Source: an optimization exercise on an open RTL-to-GDS flow (aim: small area, a short achievable clock period and few clock cycles). Production flows keep margins and buffers that such runs may drop.
Only simulation tests tie the RTL to the original design; equivalence was not proved.
Power is estimated from default activity; no workload was simulated.

==> exp/ember <==
// click_seq
module click_seq (
    input             clk,
    input             rst,
    input             start,
    input      [9:0]  start_entry,
    input             start_react,
    input      [15:0] start_src,
    input      [2:0]  start_sev,
    input             stop,
    input             retire,
    input      [24:0] step_limit,
    output            imem_en,
    output     [9:0]  imem_addr,
    input      [38:0] imem_rdata,
    output            imem_we,
    output     [38:0] imem_wdata,
    output            obj_req,
    output     [2:0]  obj_op,
    output     [27:0] obj_addr,
    output            obj_hi,
    output     [63:0] obj_wdata,
    input             obj_ack,
    input      [7:0]  obj_status,
    input      [31:0] obj_rdata,
    output            tx_abort,
    input      [31:0] ft_now,
    input      [23:0] evt_set,
    input      [23:0] evt_clr,
    output     [23:0] evt,
    output     [2:0]  state,
    output     [9:0]  pc,
    output     [2:0]  flags,
    output     [3:0]  depth,
    output     [7:0]  fault,
    output     [7:0]  last_status,
    output            fault_raise,
    input      [2:0]  dbg_sel,
    output     [31:0] dbg_rdata
);
    localparam [2:0] SQ_STOPPED = 3'd0, SQ_RUNNING = 3'd1, SQ_WAITING = 3'd2,
                     SQ_FAULTED = 3'd3, SQ_RETIRED = 3'd4;
    localparam [2:0] S_STOP = 3'd0, S_FAULT = 3'd1, S_RETIRED = 3'd2,
                     S_FETCH = 3'd3, S_RUN = 3'd4, S_ACC = 3'd5,
                     S_WAIT = 3'd6, S_FIX = 3'd7;
    localparam [4:0] OP_HALT = 5'h00, OP_LDI  = 5'h01, OP_ADD  = 5'h02,
                     OP_SUB  = 5'h03, OP_AND  = 5'h04, OP_OR   = 5'h05,
                     OP_CMP  = 5'h06, OP_BR   = 5'h07, OP_LDO  = 5'h08,
                     OP_STO  = 5'h09, OP_WAITT= 5'h0A, OP_WAITE= 5'h0B,
  ...
Settings: LEC_CHECK=0, CAP_MARGIN=20, CORE_MARGIN=2, CORE_UTILIZATION=40, SLEW_MARGIN=20; clock period 12.0 ns.
run.sh (not shown) runs the stock make flow with config.mk's settings and CLKGATE_MAP_FILE= SYNTH_SCRIPT=/design/flow/synth_recipe.tcl, a recipe that flattens the netlist after the stock synthesis.
==> exp/onyx: changes against exp/ember <==
--- a/flow/design.v
+++ b/flow/design.v
@@ -62,19 +62,23 @@
     reg [2:0]  fault_r;
     reg [7:0]  last_status_r;
     reg [24:0] steps;
     reg        tx_held;
     reg        tx_abort_r;
     reg        fault_raise_r;
     reg [31:0] tgt;
     reg        nolim;
+    reg        wte;       
+    reg        ehit_r;    
+    reg        tge_r, tm1_r, tmx_r;
+    reg        ft0_r;     
     reg [2:0]  oop;
     reg        ohi;
-    reg [27:0] oaddr;
+    reg [6:0]  chk;       
     reg        dbl;
     wire s_run  = (fsm == S_RUN);
     wire s_acc  = (fsm == S_ACC);
     wire s_wait = (fsm == S_WAIT);
     reg [5:0]  syn;
     reg        par_err;
     reg [38:0] cw_fix;
     reg        sec_single;
@@ -131,16 +135,18 @@
     wire [2:0]  i_rb  = ins[19:17];
     wire        i_h   = ins[16];
     wire [15:0] i_imm = ins[15:0];
     wire [2:0]  d_sel = s_acc ? i_rd : dbg_sel;
     wire [31:0] va  = g[i_ra];
     wire [31:0] vb  = g[i_rb];
     wire [31:0] vd  = g[d_sel];
     wire [31:0] op2 = i_i ? {16'd0, i_imm} : vb;
+    wire        ldst = (i_op[4:1] == 4'b0100);                         
+    wire [31:0] opb = (i_i || ldst) ? {16'd0, i_imm} : vb;
     wire rd_z  = (i_rd == 3'd0);
     wire ra_z  = (i_ra == 3'd0);
     wire rb_z  = (i_rb == 3'd0);
     wire imm_z = (i_imm == 16'd0);
     wire op2_ok = i_i ? rb_z : imm_z;
     reg illegal;
     always @* begin
         case (i_op)
@@ -189,41 +195,46 @@
     wire redir_imm = (i_op == OP_BR && br_take) || is_call;
     wire stall_op  = (i_op[4:3] == 2'b01) && (i_op[2:0] != 3'b111);    
     wire wait_op   = (i_op[4:1] == 4'b0101);                           
     wire stack_err = (is_call && sp == 4'd8) || (is_ret && sp == 4'd0);
     wire lim_hit   = (steps >= step_limit);
     wire [9:0] pc_p1  = pc_r + 10'd1;
     wire       at_end = (pc_r == 10'd1023);
     wire [9:0] stk_top = stk[sp[2:0] - 3'd1];
-    wire        sub  = s_wait || i_op == OP_SUB || i_op == OP_CMP;
+    wire        sub  = i_op == OP_SUB || i_op == OP_CMP;
     wire [31:0] aa   = wait_op ? ft_now : va;
-    wire [31:0] bb   = s_wait ? tgt : op2;
-    wire [32:0] sum  = {1'b0, aa} + {1'b0, bb ^ {32{sub}}} + {32'd0, sub};
-    wire        t_done = !sum[31];
+    wire [31:0] bb   = opb ^ {32{sub}};
+    wire [33:0] sum2 = {1'b0, aa, 1'b1} + {1'b0, bb, sub};
+    wire [32:0] sum  = sum2[33:1];
+    wire [31:0] t_diff = ft_now - tgt;
+    wire        tick   = ft_now[0] ^ ft0_r;
+    wire        t_done = (tge_r && !(tmx_r && tick)) || (tm1_r && tick);
+    wire        op2_hz = (op2[30:1] == 30'd0);
+    wire        w_abs  = i_h;
     reg [31:0] res;
     always @* begin
         case (i_op[2:0])
             3'd1:    res = {i_h ? i_imm : 16'd0, i_imm};
             3'd4:    res = va & op2;
             3'd5:    res = va | op2;
             default: res = sum[31:0];
         endcase
     end
     wire [23:0] e_hit = evt_r & va[23:0];
-    wire        w_evt = i_op[0] && (e_hit != 24'd0);
-    wire        wdone = w_evt || (!(i_op[0] && nolim) && t_done);
+    wire        wdone = (wte && ehit_r) || (!(wte && nolim) && t_done);
     wire ctl   = !rst && !((retire || stop) && fsm != S_RETIRED);
     wire e_ok  = s_run && !lim_hit && !ecc_err && !illegal;
     wire wr_hi = ctl && ((e_ok && i_op != OP_HALT && i_op[4:3] == 2'b00 && i_op[2:1] != 2'b11) ||
                          (s_acc && obj_ack && oop == ACC_LDO && obj_status == 8'h00) ||
-                         (s_wait && i_op[0] && wdone));
+                         (s_wait && wte && wdone));
     wire wr_lo = wr_hi && !(i_op == OP_LDI && i_h);
     wire [31:0] gw = s_run ? res : s_acc ? obj_rdata : {8'd0, e_hit};
-    wire [23:0] evt_take = (s_wait && ctl && i_op[0]) ? e_hit : 24'd0;
+    wire [23:0] evt_take = (s_wait && ctl && wte) ? e_hit : 24'd0;
+    wire [23:0] evt_nx   = (evt_r & ~evt_clr & ~evt_take) | evt_set;
     integer k;
     always @(posedge clk) begin
         if (rst) begin
             for (k = 0; k < 8; k = k + 1)
                 g[k] <= 32'd0;
         end else if (ctl && start && (fsm == S_STOP || fsm == S_FAULT)) begin
             for (k = 0; k < 8; k = k + 1)
                 g[k] <= 32'd0;
@@ -233,23 +244,25 @@
             end
         end else begin
             if (wr_lo) g[i_rd][15:0]  <= gw[15:0];
             if (wr_hi) g[i_rd][31:16] <= gw[31:16];
         end
     end
     always @(posedge clk) begin
         if (s_run) begin
-            tgt   <= ecc_err ? cw_fix[31:0] : (i_op == OP_WAITT && i_h) ? va : sum[31:0];
+            tgt   <= ecc_err ? cw_fix[31:0] :
+                     (i_op == OP_WAITT && i_h) ? va :
+                     (i_op == OP_EMIT) ? {25'd0, va[6:0]} :
+                     (i_op == OP_TXB || i_op == OP_TXC) ? 32'd0 : sum[31:0];
+            chk   <= cw_fix[38:32];
             nolim <= (op2 == 32'd0);
+            wte   <= i_op[0];
             dbl   <= sec_double;
             ohi   <= i_h;
-            oaddr <= ecc_err ? {21'd0, cw_fix[38:32]} :
-                     (i_op == OP_EMIT) ? {21'd0, va[6:0]} :
-                     (i_op == OP_LDO || i_op == OP_STO) ? va[27:0] + {20'd0, i_imm[7:0]} : 28'd0;
             case (i_op)
                 OP_LDO:  oop <= ACC_LDO;
                 OP_STO:  oop <= ACC_STO;
                 OP_TXB:  oop <= ACC_TXB;
                 OP_TXC:  oop <= ACC_TXC;
                 default: oop <= ACC_EMIT;
             endcase
             if (i_op != OP_LDO) ohi <= 1'b0;
@@ -275,17 +288,17 @@
         end else if (stop && fsm != S_RETIRED) begin
             fsm        <= S_STOP;
             tx_held    <= 1'b0;
             tx_abort_r <= tx_held;
         end else begin
             case (fsm)
                 S_STOP, S_FAULT: begin
                     if (start) begin
-                        fsm     <= S_FETCH;
+                        fsm     <= S_RUN;
                         pc_r    <= start_entry;
                         fz      <= 1'b0;
                         fc      <= 1'b0;
                         fn      <= 1'b0;
                         sp      <= 4'd0;
                         fault_r <= 3'd0;
                         steps   <= 25'd0;
                     end
@@ -362,17 +375,17 @@
                         steps <= 25'd0;
                         if (at_end) begin
                             fsm           <= S_FAULT;
                             fault_r       <= FLT_PC_END;
                             fault_raise_r <= 1'b1;
                             tx_held       <= 1'b0;
                             tx_abort_r    <= tx_held;
                         end else begin
-                            fsm  <= S_FETCH;
+                            fsm  <= S_RUN;
                             pc_r <= pc_p1;
                         end
                     end
                 end
                 default: begin    
                     if (dbl) begin
                         fsm           <= S_FAULT;
                         fault_r       <= FLT_PROG_UE;
@@ -384,30 +397,46 @@
                 end
             endcase
         end
     end
     always @(posedge clk) begin
         if (rst)
             evt_r <= 24'd0;
         else
-            evt_r <= (evt_r & ~evt_clr & ~evt_take) | evt_set;
+            evt_r <= evt_nx;
+    end
+    always @(posedge clk)
+        ehit_r <= ((evt_nx & va[23:0]) != 24'd0);
+    always @(posedge clk) begin
+        ft0_r <= ft_now[0];
+        if (s_run) begin
+            tge_r <= !w_abs && (op2[31] ? !(op2_hz && !op2[0]) : (op2_hz && !op2[0]));
+            tm1_r <= !w_abs && !op2[31] && op2_hz && op2[0];
+            tmx_r <= !w_abs && op2[31] && op2_hz && op2[0];
+        end else begin
+            tge_r <= !t_diff[31];
+            tm1_r <= (t_diff == 32'hFFFFFFFF);
+            tmx_r <= (t_diff == 32'h7FFFFFFF);
+        end
     end
-    assign imem_en    = (fsm == S_FETCH) || s_run || s_acc || s_wait;
+    wire   s_idle     = (fsm == S_STOP) || (fsm == S_FAULT);
+    assign imem_en    = (fsm == S_FETCH) || s_run || s_acc || s_wait || (s_idle && start);
     assign imem_addr  = (s_run && redir_imm) ? i_imm[9:0] :
                         (s_run && is_ret)    ? stk_top :
-                        ((s_run && !stall_op) || (s_acc && obj_ack)) ? pc_p1 : pc_r;
+                        (s_idle)             ? start_entry :
+                        ((s_run && !stall_op) || (s_acc && obj_ack) || (s_wait && wdone)) ? pc_p1 : pc_r;
     assign imem_we    = (fsm == S_FIX) && !dbl;
-    assign imem_wdata = {oaddr[6:0], tgt};
+    assign imem_wdata = {chk, tgt};
     assign obj_req   = s_acc;
     assign obj_op    = oop;
-    assign obj_addr  = oaddr;
+    assign obj_addr  = tgt[27:0];
     assign obj_hi    = ohi;
     assign obj_wdata[31:0]  = (oop == ACC_STO)  ? vd :
-                              (oop == ACC_TXC)  ? op2 :
+                              (oop == ACC_TXC)  ? (i_i ? {16'd0, i_imm} : vb) :
                               (oop == ACC_EMIT) ? {28'd0, i_imm[3:0]} : 32'd0;
     assign obj_wdata[63:32] = ((oop == ACC_STO && !i_i) || oop == ACC_EMIT) ? vb : 32'd0;
     assign tx_abort  = tx_abort_r;
     assign evt = evt_r;
     assign state = (fsm == S_STOP)    ? SQ_STOPPED :
                    (fsm == S_FAULT)   ? SQ_FAULTED :
                    (fsm == S_RETIRED) ? SQ_RETIRED :
                    (s_wait || (s_acc && oop == ACC_TXC)) ? SQ_WAITING : SQ_RUNNING;
==> flow/flow/run.sh (new file) <==
#!/bin/bash
# The standard layout (the standard.sh), with the port buffers that
# global placement inserts made from the smallest buffer cell instead of
# the delay buffer buffer_ports picks by itself. Every input and output
# port still gets its own buffer. The flow's full output goes to
# standard_flow.log; ORFS keeps each step's log under orfs/logs/.
set -euo pipefail
export BUFFER_PORTS_ARGS="-buffer_cell sky130_fd_sc_hd__buf_1"
bash standard.sh finish > standard_flow.log 2>&1
==> flow/standard.sh (new file) <==
#!/bin/bash
# synth_recipe.tcl (not shown) runs the flow's synth.tcl, then flattens the netlist and writes it again
# the make line also repeats each setting of config.mk as NAME=value (left out here)
make -C /OpenROAD-flow-scripts/flow DESIGN_CONFIG=/design/flow/config.mk WORK_HOME=/design/flow/orfs CLKGATE_MAP_FILE= SYNTH_SCRIPT=/design/flow/synth_recipe.tcl "${@:-finish}"
- CAP_MARGIN: 20 -> 0
- CORE_UTILIZATION: 40 -> 55
- CTS_BUF_LIST: default -> sky130_fd_sc_hd__clkbuf_8
- SETUP_SLACK_MARGIN: default -> 5
- SLEW_MARGIN: 20 -> 0
removed: flow/run.sh
==> exp/maple: changes against exp/ember <==
--- a/flow/design.v
+++ b/flow/design.v
@@ -62,19 +62,23 @@
     reg [2:0]  fault_r;
     reg [7:0]  last_status_r;
     reg [24:0] steps;
     reg        tx_held;
     reg        tx_abort_r;
     reg        fault_raise_r;
     reg [31:0] tgt;
     reg        nolim;
+    reg        wte;       
+    reg        ehit_r;    
+    reg        tge_r, tm1_r, tmx_r;
+    reg        ft0_r;     
     reg [2:0]  oop;
     reg        ohi;
-    reg [27:0] oaddr;
+    reg [6:0]  chk;       
     reg        dbl;
     wire s_run  = (fsm == S_RUN);
     wire s_acc  = (fsm == S_ACC);
     wire s_wait = (fsm == S_WAIT);
     reg [5:0]  syn;
     reg        par_err;
     reg [38:0] cw_fix;
     reg        sec_single;
@@ -131,16 +135,18 @@
     wire [2:0]  i_rb  = ins[19:17];
     wire        i_h   = ins[16];
     wire [15:0] i_imm = ins[15:0];
     wire [2:0]  d_sel = s_acc ? i_rd : dbg_sel;
     wire [31:0] va  = g[i_ra];
     wire [31:0] vb  = g[i_rb];
     wire [31:0] vd  = g[d_sel];
     wire [31:0] op2 = i_i ? {16'd0, i_imm} : vb;
+    wire        ldst = (i_op[4:1] == 4'b0100);                         
+    wire [31:0] opb = (i_i || ldst) ? {16'd0, i_imm} : vb;
     wire rd_z  = (i_rd == 3'd0);
     wire ra_z  = (i_ra == 3'd0);
     wire rb_z  = (i_rb == 3'd0);
     wire imm_z = (i_imm == 16'd0);
     wire op2_ok = i_i ? rb_z : imm_z;
     reg illegal;
     always @* begin
         case (i_op)
@@ -189,41 +195,46 @@
     wire redir_imm = (i_op == OP_BR && br_take) || is_call;
     wire stall_op  = (i_op[4:3] == 2'b01) && (i_op[2:0] != 3'b111);    
     wire wait_op   = (i_op[4:1] == 4'b0101);                           
     wire stack_err = (is_call && sp == 4'd8) || (is_ret && sp == 4'd0);
     wire lim_hit   = (steps >= step_limit);
     wire [9:0] pc_p1  = pc_r + 10'd1;
     wire       at_end = (pc_r == 10'd1023);
     wire [9:0] stk_top = stk[sp[2:0] - 3'd1];
-    wire        sub  = s_wait || i_op == OP_SUB || i_op == OP_CMP;
+    wire        sub  = i_op == OP_SUB || i_op == OP_CMP;
     wire [31:0] aa   = wait_op ? ft_now : va;
-    wire [31:0] bb   = s_wait ? tgt : op2;
-    wire [32:0] sum  = {1'b0, aa} + {1'b0, bb ^ {32{sub}}} + {32'd0, sub};
-    wire        t_done = !sum[31];
+    wire [31:0] bb   = opb ^ {32{sub}};
+    wire [33:0] sum2 = {1'b0, aa, 1'b1} + {1'b0, bb, sub};
+    wire [32:0] sum  = sum2[33:1];
+    wire [31:0] t_diff = ft_now - tgt;
+    wire        tick   = ft_now[0] ^ ft0_r;
+    wire        t_done = (tge_r && !(tmx_r && tick)) || (tm1_r && tick);
+    wire        op2_hz = (op2[30:1] == 30'd0);
+    wire        w_abs  = i_h;
     reg [31:0] res;
     always @* begin
         case (i_op[2:0])
             3'd1:    res = {i_h ? i_imm : 16'd0, i_imm};
             3'd4:    res = va & op2;
             3'd5:    res = va | op2;
             default: res = sum[31:0];
         endcase
     end
     wire [23:0] e_hit = evt_r & va[23:0];
-    wire        w_evt = i_op[0] && (e_hit != 24'd0);
-    wire        wdone = w_evt || (!(i_op[0] && nolim) && t_done);
+    wire        wdone = (wte && ehit_r) || (!(wte && nolim) && t_done);
     wire ctl   = !rst && !((retire || stop) && fsm != S_RETIRED);
     wire e_ok  = s_run && !lim_hit && !ecc_err && !illegal;
     wire wr_hi = ctl && ((e_ok && i_op != OP_HALT && i_op[4:3] == 2'b00 && i_op[2:1] != 2'b11) ||
                          (s_acc && obj_ack && oop == ACC_LDO && obj_status == 8'h00) ||
-                         (s_wait && i_op[0] && wdone));
+                         (s_wait && wte && wdone));
     wire wr_lo = wr_hi && !(i_op == OP_LDI && i_h);
     wire [31:0] gw = s_run ? res : s_acc ? obj_rdata : {8'd0, e_hit};
-    wire [23:0] evt_take = (s_wait && ctl && i_op[0]) ? e_hit : 24'd0;
+    wire [23:0] evt_take = (s_wait && ctl && wte) ? e_hit : 24'd0;
+    wire [23:0] evt_nx   = (evt_r & ~evt_clr & ~evt_take) | evt_set;
     integer k;
     always @(posedge clk) begin
         if (rst) begin
             for (k = 0; k < 8; k = k + 1)
                 g[k] <= 32'd0;
         end else if (ctl && start && (fsm == S_STOP || fsm == S_FAULT)) begin
             for (k = 0; k < 8; k = k + 1)
                 g[k] <= 32'd0;
@@ -233,23 +244,25 @@
             end
         end else begin
             if (wr_lo) g[i_rd][15:0]  <= gw[15:0];
             if (wr_hi) g[i_rd][31:16] <= gw[31:16];
         end
     end
     always @(posedge clk) begin
         if (s_run) begin
-            tgt   <= ecc_err ? cw_fix[31:0] : (i_op == OP_WAITT && i_h) ? va : sum[31:0];
+            tgt   <= ecc_err ? cw_fix[31:0] :
+                     (i_op == OP_WAITT && i_h) ? va :
+                     (i_op == OP_EMIT) ? {25'd0, va[6:0]} :
+                     (i_op == OP_TXB || i_op == OP_TXC) ? 32'd0 : sum[31:0];
+            chk   <= cw_fix[38:32];
             nolim <= (op2 == 32'd0);
+            wte   <= i_op[0];
             dbl   <= sec_double;
             ohi   <= i_h;
-            oaddr <= ecc_err ? {21'd0, cw_fix[38:32]} :
-                     (i_op == OP_EMIT) ? {21'd0, va[6:0]} :
-                     (i_op == OP_LDO || i_op == OP_STO) ? va[27:0] + {20'd0, i_imm[7:0]} : 28'd0;
             case (i_op)
                 OP_LDO:  oop <= ACC_LDO;
                 OP_STO:  oop <= ACC_STO;
                 OP_TXB:  oop <= ACC_TXB;
                 OP_TXC:  oop <= ACC_TXC;
                 default: oop <= ACC_EMIT;
             endcase
             if (i_op != OP_LDO) ohi <= 1'b0;
@@ -275,17 +288,17 @@
         end else if (stop && fsm != S_RETIRED) begin
             fsm        <= S_STOP;
             tx_held    <= 1'b0;
             tx_abort_r <= tx_held;
         end else begin
             case (fsm)
                 S_STOP, S_FAULT: begin
                     if (start) begin
-                        fsm     <= S_FETCH;
+                        fsm     <= S_RUN;
                         pc_r    <= start_entry;
                         fz      <= 1'b0;
                         fc      <= 1'b0;
                         fn      <= 1'b0;
                         sp      <= 4'd0;
                         fault_r <= 3'd0;
                         steps   <= 25'd0;
                     end
@@ -362,17 +375,17 @@
                         steps <= 25'd0;
                         if (at_end) begin
                             fsm           <= S_FAULT;
                             fault_r       <= FLT_PC_END;
                             fault_raise_r <= 1'b1;
                             tx_held       <= 1'b0;
                             tx_abort_r    <= tx_held;
                         end else begin
-                            fsm  <= S_FETCH;
+                            fsm  <= S_RUN;
                             pc_r <= pc_p1;
                         end
                     end
                 end
                 default: begin    
                     if (dbl) begin
                         fsm           <= S_FAULT;
                         fault_r       <= FLT_PROG_UE;
@@ -384,30 +397,46 @@
                 end
             endcase
         end
     end
     always @(posedge clk) begin
         if (rst)
             evt_r <= 24'd0;
         else
-            evt_r <= (evt_r & ~evt_clr & ~evt_take) | evt_set;
+            evt_r <= evt_nx;
+    end
+    always @(posedge clk)
+        ehit_r <= ((evt_nx & va[23:0]) != 24'd0);
+    always @(posedge clk) begin
+        ft0_r <= ft_now[0];
+        if (s_run) begin
+            tge_r <= !w_abs && (op2[31] ? !(op2_hz && !op2[0]) : (op2_hz && !op2[0]));
+            tm1_r <= !w_abs && !op2[31] && op2_hz && op2[0];
+            tmx_r <= !w_abs && op2[31] && op2_hz && op2[0];
+        end else begin
+            tge_r <= !t_diff[31];
+            tm1_r <= (t_diff == 32'hFFFFFFFF);
+            tmx_r <= (t_diff == 32'h7FFFFFFF);
+        end
     end
-    assign imem_en    = (fsm == S_FETCH) || s_run || s_acc || s_wait;
+    wire   s_idle     = (fsm == S_STOP) || (fsm == S_FAULT);
+    assign imem_en    = (fsm == S_FETCH) || s_run || s_acc || s_wait || (s_idle && start);
     assign imem_addr  = (s_run && redir_imm) ? i_imm[9:0] :
                         (s_run && is_ret)    ? stk_top :
-                        ((s_run && !stall_op) || (s_acc && obj_ack)) ? pc_p1 : pc_r;
+                        (s_idle)             ? start_entry :
+                        ((s_run && !stall_op) || (s_acc && obj_ack) || (s_wait && wdone)) ? pc_p1 : pc_r;
     assign imem_we    = (fsm == S_FIX) && !dbl;
-    assign imem_wdata = {oaddr[6:0], tgt};
+    assign imem_wdata = {chk, tgt};
     assign obj_req   = s_acc;
     assign obj_op    = oop;
-    assign obj_addr  = oaddr;
+    assign obj_addr  = tgt[27:0];
     assign obj_hi    = ohi;
     assign obj_wdata[31:0]  = (oop == ACC_STO)  ? vd :
-                              (oop == ACC_TXC)  ? op2 :
+                              (oop == ACC_TXC)  ? (i_i ? {16'd0, i_imm} : vb) :
                               (oop == ACC_EMIT) ? {28'd0, i_imm[3:0]} : 32'd0;
     assign obj_wdata[63:32] = ((oop == ACC_STO && !i_i) || oop == ACC_EMIT) ? vb : 32'd0;
     assign tx_abort  = tx_abort_r;
     assign evt = evt_r;
     assign state = (fsm == S_STOP)    ? SQ_STOPPED :
                    (fsm == S_FAULT)   ? SQ_FAULTED :
                    (fsm == S_RETIRED) ? SQ_RETIRED :
                    (s_wait || (s_acc && oop == ACC_TXC)) ? SQ_WAITING : SQ_RUNNING;
==> flow/flow/run.sh (new file) <==
#!/bin/bash
# The standard layout (the standard.sh) with two changes to how it is
# made:
# - the port buffers that global placement inserts use the smallest
#   buffer cell instead of the delay buffer buffer_ports picks by itself
#   (every input and output port still gets its own buffer);
# - timing repair aims for 6 ns of setup margin, fixing the worst path
#   only (TNS_END_PERCENT 0), so it keeps shortening the critical path
#   without upsizing every path below the margin.
# The flow's full output goes to standard_flow.log; ORFS keeps each
# step's log under orfs/logs/.
set -euo pipefail
export BUFFER_PORTS_ARGS="-buffer_cell sky130_fd_sc_hd__buf_1"
bash standard.sh SETUP_SLACK_MARGIN=6 TNS_END_PERCENT=0 finish > standard_flow.log 2>&1
==> flow/standard.sh (new file) <==
#!/bin/bash
# synth_recipe.tcl (not shown) runs the flow's synth.tcl, then flattens the netlist and writes it again
# the make line also repeats each setting of config.mk as NAME=value (left out here)
make -C /OpenROAD-flow-scripts/flow DESIGN_CONFIG=/design/flow/config.mk WORK_HOME=/design/flow/orfs CLKGATE_MAP_FILE= SYNTH_SCRIPT=/design/flow/synth_recipe.tcl "${@:-finish}"
- CORE_UTILIZATION: 40 -> 55
- CTS_BUF_LIST: default -> sky130_fd_sc_hd__clkbuf_8
- SETUP_SLACK_MARGIN: default -> 5
removed: flow/run.sh
==> notes.md <==
exp/maple completed with no timing, DRC or antenna violations. exp/ember completed without violations. exp/onyx passed the timing, DRC and antenna checks. Of exp/maple and exp/ember, exp/ember has the higher final cell count (gap 2.8%, measured against exp/ember). Register-to-register slack, highest first: exp/onyx, exp/maple, exp/ember. First-iteration DRC count: exp/maple > exp/onyx > exp/ember. Total power, highest first: exp/ember, exp/maple, exp/onyx. In exp/maple the critical path depth is higher than in exp/onyx, by 9. Of exp/ember and exp/maple, exp/maple has the higher combinational power (gap about 6%, measured against exp/maple). Of exp/maple and exp/ember, exp/maple has the higher fmax (gap 33%, measured against exp/ember). In sequential cell count, exp/maple and exp/onyx do not differ. Synthesized cell count: exp/ember is lower than exp/maple (2.8%). Via count, highest first: exp/maple, exp/onyx, exp/ember. The highest sequential share of layout area belongs to exp/onyx, the lowest to exp/maple.
==> figures <==
quantity                                                                 exp/ember         exp/maple          exp/onyx
Last weighted congestion value of the routability-driven placer               1.02              1.09              1.05
Routed met2 length                                                        69600 um          74900 um          69600 um
Largest net degree at the start of global routing                               65                62                64
Placed cells                                                                  5187              4930              4931
Hpwl dp                                                                  126000 um         125000 um         118000 um
Routed metal-1 wire length                                                64500 um          57100 um          57600 um
Highest net fanout along the worst path                                         39                40                24
Critical path's largest stage delay                                        0.77 ns           0.56 ns           0.55 ns
WL/cell                                                                    31.1 um           34.8 um           32.0 um
Hold Path Sink                                                    last_status_r[6]  last_status_r[0]  last_status_r[7]
Worst setup slack after placement                                          2.25 ns           3.07 ns           3.18 ns
Ratio of cells with drive above 1 in the final layout                        13.5%             17.1%             15.4%
Number of standard-cell rows in the floorplan                                  111                94                94
Total number of sequential cells                                               485               470               470
Number of nets in the layout                                                  4445              4623              4595
Area of the multi-input gates                                           0.0209 mm2        0.0226 mm2        0.0222 mm2
Class of the most critical setup path                                       in2reg            in2reg            in2out
Relative area of clock buffers and inverters in the final design             4.30%             3.78%             3.91%
Reported sequential group power                                            2.00 mW           1.96 mW           1.95 mW
Run status                                        no timing/DRC/antenna violations  no timing/DRC/antenna violations  no timing/DRC/antenna violations
Element type at the critical path end                                     register          register        output pin
RR Endpoint                                                               g[1][15]          g[2][10]          g[5][16]
Netlist area before placement                                           0.0367 mm2        0.0369 mm2        0.0369 mm2
Testbench counts of exp/ember, summed over its fixed seeds: cycles 142,478.
Testbench counts of exp/onyx, summed over its fixed seeds: cycles 139,756.
Testbench counts of exp/maple, summed over its fixed seeds: cycles 139,756.

[static timing again, ports no longer ideal]
Ports are ideal in the flow. The routed layouts listed here were re-timed in OpenROAD.
Step 1 (the two cells are an assumption about what drives the block):
set clk [get_ports {clk}]
set_driving_cell -lib_cell sky130_fd_sc_hd__clkbuf_16 $clk
set_driving_cell -lib_cell sky130_fd_sc_hd__buf_2 [delete_from_list [all_inputs] $clk]
Step 2 adds t to the input delays and takes it off the output delays; t is the mean of the earliest and latest rising clock arrival at the registers after step 1. Input paths then give back, and output paths get back, about the clock's delay inside the block.
Slacks: ideal ports / drivers / drivers and shift; pairs: ideal ports / drivers.
run | shift t [ns] | setup WS [ns] | worst data-port slew with drivers (ns) | cell pins on the clock port's net
exp/ember | 0.721 | 2.686 / 2.701 / 1.980 | 0.12 | 1
exp/onyx | 0.789 | 4.900 / 4.794 / 4.166 | 0.20 | 1
exp/maple | 0.774 | 5.000 / 4.960 / 4.222 | 0.09 | 1
After both steps every run listed still meets setup and hold. For exp/maple, which loses most, drivers alone change the setup slack by -0.040 ns; drivers and shift together by -0.778 ns.
